This is an optimization exercise on Yosys and OpenROAD, whose aim is small area, a short achievable clock period and few clock cycles, not a production implementation.
The RTL was checked by simulation tests, not by an equivalence proof against the original design.

branch harbor:
// crc_channel
module crc_channel (
    input  wire        clk,
    input  wire        rst,             
    input  wire        cmd_go,
    input  wire [2:0]  cmd_set,
    input  wire        cmd_expect_en,
    input  wire [31:0] cmd_len,
    input  wire [63:0] cmd_exp,
    input  wire        cmd_terminate,
    input  wire        in_valid,
    output wire        in_ready,
    input  wire [63:0] in_data,
    output reg         done,
    output wire [1:0]  state,
    output reg  [7:0]  code,
    output reg         match,
    output reg  [63:0] result
);
Size in the first run: roughly 3900 cells after synthesis, about 370 flip-flops, about 250 I/O pins, ~34000 µm² of cells after synthesis.
Settings: LEC_CHECK=0, CAP_MARGIN=20, CORE_MARGIN=2, CORE_UTILIZATION=40, SLEW_MARGIN=50, SYNTH_HIERARCHICAL=1; clock period 20.0 ns.
standard.sh (not shown) runs the stock make flow with config.mk's settings and CLKGATE_MAP_FILE= SYNTH_SCRIPT=/design/flow/synth_recipe.tcl, a recipe that flattens the netlist after the stock synthesis.
==> flow/flow/run.sh <==
#!/bin/bash
# The standard layout (standard.sh: standard synthesis, floorplan, placement,
# CTS, routing, finish), with one change: the buffers that buffer_ports puts on
# every input and output port are sky130_fd_sc_hd__buf_2 cells instead of the
# cell buffer_ports picks by itself (clkdlybuf4s50_1, a delay cell).
# make's full output goes to flow_make.log here; each ORFS step also writes its
# own log under orfs/logs/.
set -euo pipefail
bash standard.sh 'BUFFER_PORTS_ARGS=-buffer_cell sky130_fd_sc_hd__buf_2' finish > flow_make.log 2>&1
In summary, branch harbor completed successfully, with a layout that passed the timing, DRC and antenna checks.
Testbench counts of branch harbor, summed over its fixed seeds: cycles 18,581.
Relative to branch harbor, the following input files were edited for branch garnet:
diff --git a/flow/config.mk b/flow/config.mk
--- a/flow/config.mk
+++ b/flow/config.mk
@@ -9,4 +9,5 @@
 export CORE_MARGIN = 2
 export CORE_UTILIZATION = 40
-export SLEW_MARGIN = 50
+export CTS_BUF_LIST = sky130_fd_sc_hd__clkbuf_8
+export SLEW_MARGIN = 20
 export SYNTH_HIERARCHICAL = 1
--- outcome ---
Count of clock-buffer cells in the layout in branch garnet is 22 higher than in branch harbor
Compared to branch harbor, branch garnet has first-pass GRT wire length about 0.54% lower.
Sort branch garnet and branch harbor by final area desc -> top: branch harbor

* * *

Another version of the RTL of crc_channel (not shown whole).
For scale: about 3,800 cells after synthesis, about 370 flip-flops, about 250 I/O pins, ~35,000 um2 of cells after synthesis.
==> flow/config.mk <==
export PLATFORM = sky130hd
export DESIGN_NAME = crc_channel
export DESIGN_NICKNAME = crc_channel
export VERILOG_FILES = /design/flow/design.v
export SDC_FILE = /design/flow/constraint.sdc
export NUM_CORES = 4
export LEC_CHECK = 0
export CAP_MARGIN = 20
export CORE_MARGIN = 2
export CORE_UTILIZATION = 40
export SLEW_MARGIN = 20
export SYNTH_HIERARCHICAL = 1
==> flow/constraint.sdc <==
create_clock -name core_clock -period 20.0 [get_ports {clk}]
set_input_delay 4.0000 -clock core_clock [delete_from_list [all_inputs] [get_ports {clk}]]
set_output_delay 4.0000 -clock core_clock [all_outputs]
set_load 0.01 [all_outputs]
Scripts as last shown in full above: flow/flow/run.sh
The first run completed without violations.
Testbench counts at the start, summed over its fixed seeds: cycles 18,581.
Rerun with:
Settings changed: CORE_UTILIZATION 40 to 50, PLACE_DENSITY set to 0.7, SLEW_MARGIN 20 to 50.
First-iteration DRC count goes up by a quarter to a third.
Wire length drops by a few percent.
Count of clock-buffer cells in the layout is higher by 1.
Synthesized cell count does not change.
Global-route usage goes up by 9.0 points.

* * *

job 1727:
Another version of the RTL of crc_channel (not shown whole).
Size: roughly 3700 cells after synthesis, ~250 I/O pins, roughly 33000 um^2 of cells after synthesis.
==> flow/config.mk <==
export PLATFORM = sky130hd
export DESIGN_NAME = crc_channel
export DESIGN_NICKNAME = crc_channel
export VERILOG_FILES = /design/flow/design.v
export SDC_FILE = /design/flow/constraint.sdc
export NUM_CORES = 4
export LEC_CHECK = 0
export CAP_MARGIN = 20
export CORE_MARGIN = 2
export CORE_UTILIZATION = 40
export CTS_BUF_LIST = sky130_fd_sc_hd__clkbuf_8
export GPL_TIMING_DRIVEN = 0
export SLEW_MARGIN = 58
export SYNTH_HIERARCHICAL = 1
==> flow/constraint.sdc <==
create_clock -name core_clock -period 20.0 [get_ports {clk}]
set_input_delay 4.0000 -clock core_clock [delete_from_list [all_inputs] [get_ports {clk}]]
set_output_delay 4.0000 -clock core_clock [all_outputs]
set_load 0.01 [all_outputs]
Scripts as last shown in full above: flow/flow/run.sh
Both conditions hold for job 1727: the flow ran to the end and the final layout passed the timing, DRC and antenna checks.
Testbench counts of job 1727, summed over its fixed seeds: cycles 18,581.
Input changes introduced in job 8798 (baseline for comparison: job 1727):
- a deleted GPL_TIMING_DRIVEN that had been 0
- a change of SLEW_MARGIN from 58 to 50
--- outcome ---
Diff job 1727 -> job 8798: top achievable clock speed higher; number of buffers created by CTS higher.
Diff job 1727 -> job 8798 | core utilization | decrease of 8.1 points
| area fraction in and, or, nand and nor cells after synthesis | job 1727 vs job 8798 | ≈ equal |
Job 8798 against job 1727: cell area after placement moved down.
The time the worst path needs with I/O delays and setup of job 8798 is lower than that of job 1727.
diff inputs: job 8798 => job 2610
- SLEW_MARGIN now 58, was 50
- GPL_ROUTABILITY_DRIVEN now 0, previously not set
--- outcome ---
- Job 2610 -> job 8798: setup TNS delta 0, exact match
- Minimum hold slack (lower): job 2610
- Re area growth from synthesis to layout: job 8798 was lower than job 2610.
- Relative to job 8798, pin count of the biggest net entering global routing has gone up in job 2610.

* * *

Another version of the RTL of crc_channel (not shown whole).
For scale: roughly 3,800 cells after synthesis, roughly 250 I/O pins, roughly 33,000 um^2 of cells after synthesis.
// crc_channel
module crc_channel (
    input  wire        clk,
    input  wire        rst,             
    input  wire        cmd_go,
    input  wire [2:0]  cmd_set,
    input  wire        cmd_expect_en,
    input  wire [31:0] cmd_len,
    input  wire [63:0] cmd_exp,
    input  wire        cmd_terminate,
    input  wire        in_valid,
    output wire        in_ready,
    input  wire [63:0] in_data,
    output reg         done,
    output wire [1:0]  state,
    output reg  [7:0]  code,
    output reg         match,
    output reg  [63:0] result
);
clock: 20.0 ns
lec_check: 0
cap_margin: 20
core_margin: 2
core_utilization: 40
cts_buf_list: sky130_fd_sc_hd__clkbuf_8
slew_margin: 40
synth_hierarchical: 1
Scripts as last shown in full above: flow/flow/run.sh
The starting point completed without violations.
Testbench counts at the start, summed over its fixed seeds: cycles 18,581.
Edit:
CTS_BUF_LIST = not set   (was sky130_fd_sc_hd__clkbuf_8)
SLEW_MARGIN = 20   (was 40)
Outcome: Sequential share of layout area rose by 0.12 points; final area decreases by 0.62%; sequential cell count does not change; via count is about the same; first-iteration DRC count decreases by 0.41%; global-route usage goes down by 0.20 points.
Edit:
CORE_UTILIZATION = 50   (was 40)
CTS_BUF_LIST = sky130_fd_sc_hd__clkbuf_8   (was not set)
PLACE_DENSITY = 0.7   (was not set)
SLEW_MARGIN = 50   (was 20)
Effect: The changed run passed the timing, DRC and antenna checks; clock skew went up by 0.0032 ns; design area went up by 1.0%; via count went up by 4.3%; routed wire length went down by 1.4%; synthesized cell count is unchanged; clock-buffer cell count went up by 12.
Edit:
==> flow/flow/run.sh (replaced) <==
#!/bin/bash
# The standard layout (standard.sh: standard synthesis, floorplan, placement,
# CTS, routing, finish), with one change: the buffers that buffer_ports puts on
# every input and output port are sky130_fd_sc_hd__buf_1 cells instead of the
# cell buffer_ports picks by itself (clkdlybuf4s50_1, a delay cell).
# make's full output goes to flow_make.log here; each ORFS step also writes its
# own log under orfs/logs/.
set -euo pipefail
bash standard.sh 'BUFFER_PORTS_ARGS=-buffer_cell sky130_fd_sc_hd__buf_1' finish > flow_make.log 2>&1
CORE_UTILIZATION = 40   (was 50)
PLACE_DENSITY = not set   (was 0.7)
After rerunning: The changed run finished with timing, DRC and antenna clean; hold slack is worse by 0.0083 ns; die area is higher by 25%; clock skew barely changes; cell area grows by 0.88%.
Edit:
==> flow/flow/run.sh (replaced) <==
#!/bin/bash
# The standard layout (standard.sh: standard synthesis, floorplan, placement,
# CTS, routing, finish), with one change: the buffers that buffer_ports puts on
# every input and output port are sky130_fd_sc_hd__buf_2 cells instead of the
# cell buffer_ports picks by itself (clkdlybuf4s50_1, a delay cell).
# make's full output goes to flow_make.log here; each ORFS step also writes its
# own log under orfs/logs/.
set -euo pipefail
bash standard.sh 'BUFFER_PORTS_ARGS=-buffer_cell sky130_fd_sc_hd__buf_2' finish > flow_make.log 2>&1
CAP_MARGIN = 50   (was 20)
Flip-flop and latch count does not change.
Design area came out higher by 0.41%.
Setup slack is better by 0.064 ns.
Sequential share of layout area hardly moves.
Edit:
CAP_MARGIN = 20   (was 50)
What happened:
- The new run completed with no timing, DRC or antenna violations
- die area does not change
- via count is unchanged
- synthesized cell count is unchanged

afterwards: timing with drivers on the ports:
The results above use ideal ports. As a check the final layouts listed here were re-extracted and re-timed, cells and wires unchanged.
Step 1: set_driving_cell puts a clkbuf_16 on clk and a buf_2 on each other input, an assumption about the parent block.
Step 2, shift: input delay + t, output delay - t, t = (earliest + latest rising clock arrival at the registers) / 2. This alone moves slack from input paths to output paths.
Three values: ideal, step 1, step 2; two values: the first two.
run	t (ns)	slack for setup (ns)	worst setup path after step 2	clock arrival spread, ns	worst register clock-pin slew, ns
branch harbor	0.617	13.912 / 13.938 / 13.322	input to register	0.053 / 0.053	0.09 / 0.09
branch garnet	0.707	13.931 / 13.931 / 13.326	input to register	0.046 / 0.046	0.11 / 0.11
the first run of note 2	0.643	13.670 / 13.659 / 13.016	input to register	0.035 / 0.035	0.07 / 0.07
the second run of note 2	0.633	13.837 / 13.837 / 13.356	input to register	0.051 / 0.051	0.08 / 0.08
job 1727	0.653	13.936 / 13.929 / 13.277	input to register	0.027 / 0.027	0.07 / 0.07
job 8798	0.669	14.409 / 14.409 / 14.039	input to register	0.059 / 0.059	0.08 / 0.08
job 2610	0.643	14.540 / 14.540 / 13.985	input to register	0.035 / 0.035	0.07 / 0.07
the first run of note 4	0.699	13.948 / 13.948 / 13.744	input to register	0.067 / 0.068	0.09 / 0.09
the second run of note 4	0.588	14.085 / 14.085 / 13.731	input to register	0.032 / 0.032	0.07 / 0.07
the third run of note 4	0.663	14.371 / 14.347 / 13.684	input to register	0.035 / 0.035	0.09 / 0.09
the fourth run of note 4	0.670	14.318 / 14.332 / 13.662	input to register	0.034 / 0.034	0.07 / 0.07
the fifth run of note 4	0.718	14.383 / 14.383 / 13.774	input to register	0.069 / 0.068	0.08 / 0.08
the sixth run of note 4	0.718	14.383 / 14.383 / 13.774	input to register	0.069 / 0.068	0.08 / 0.08
After both steps setup and hold are still met in every run listed. The setup slack of the third run of note 4, which loses most, moves by -0.024 ns with the drivers and by -0.687 ns with both steps.
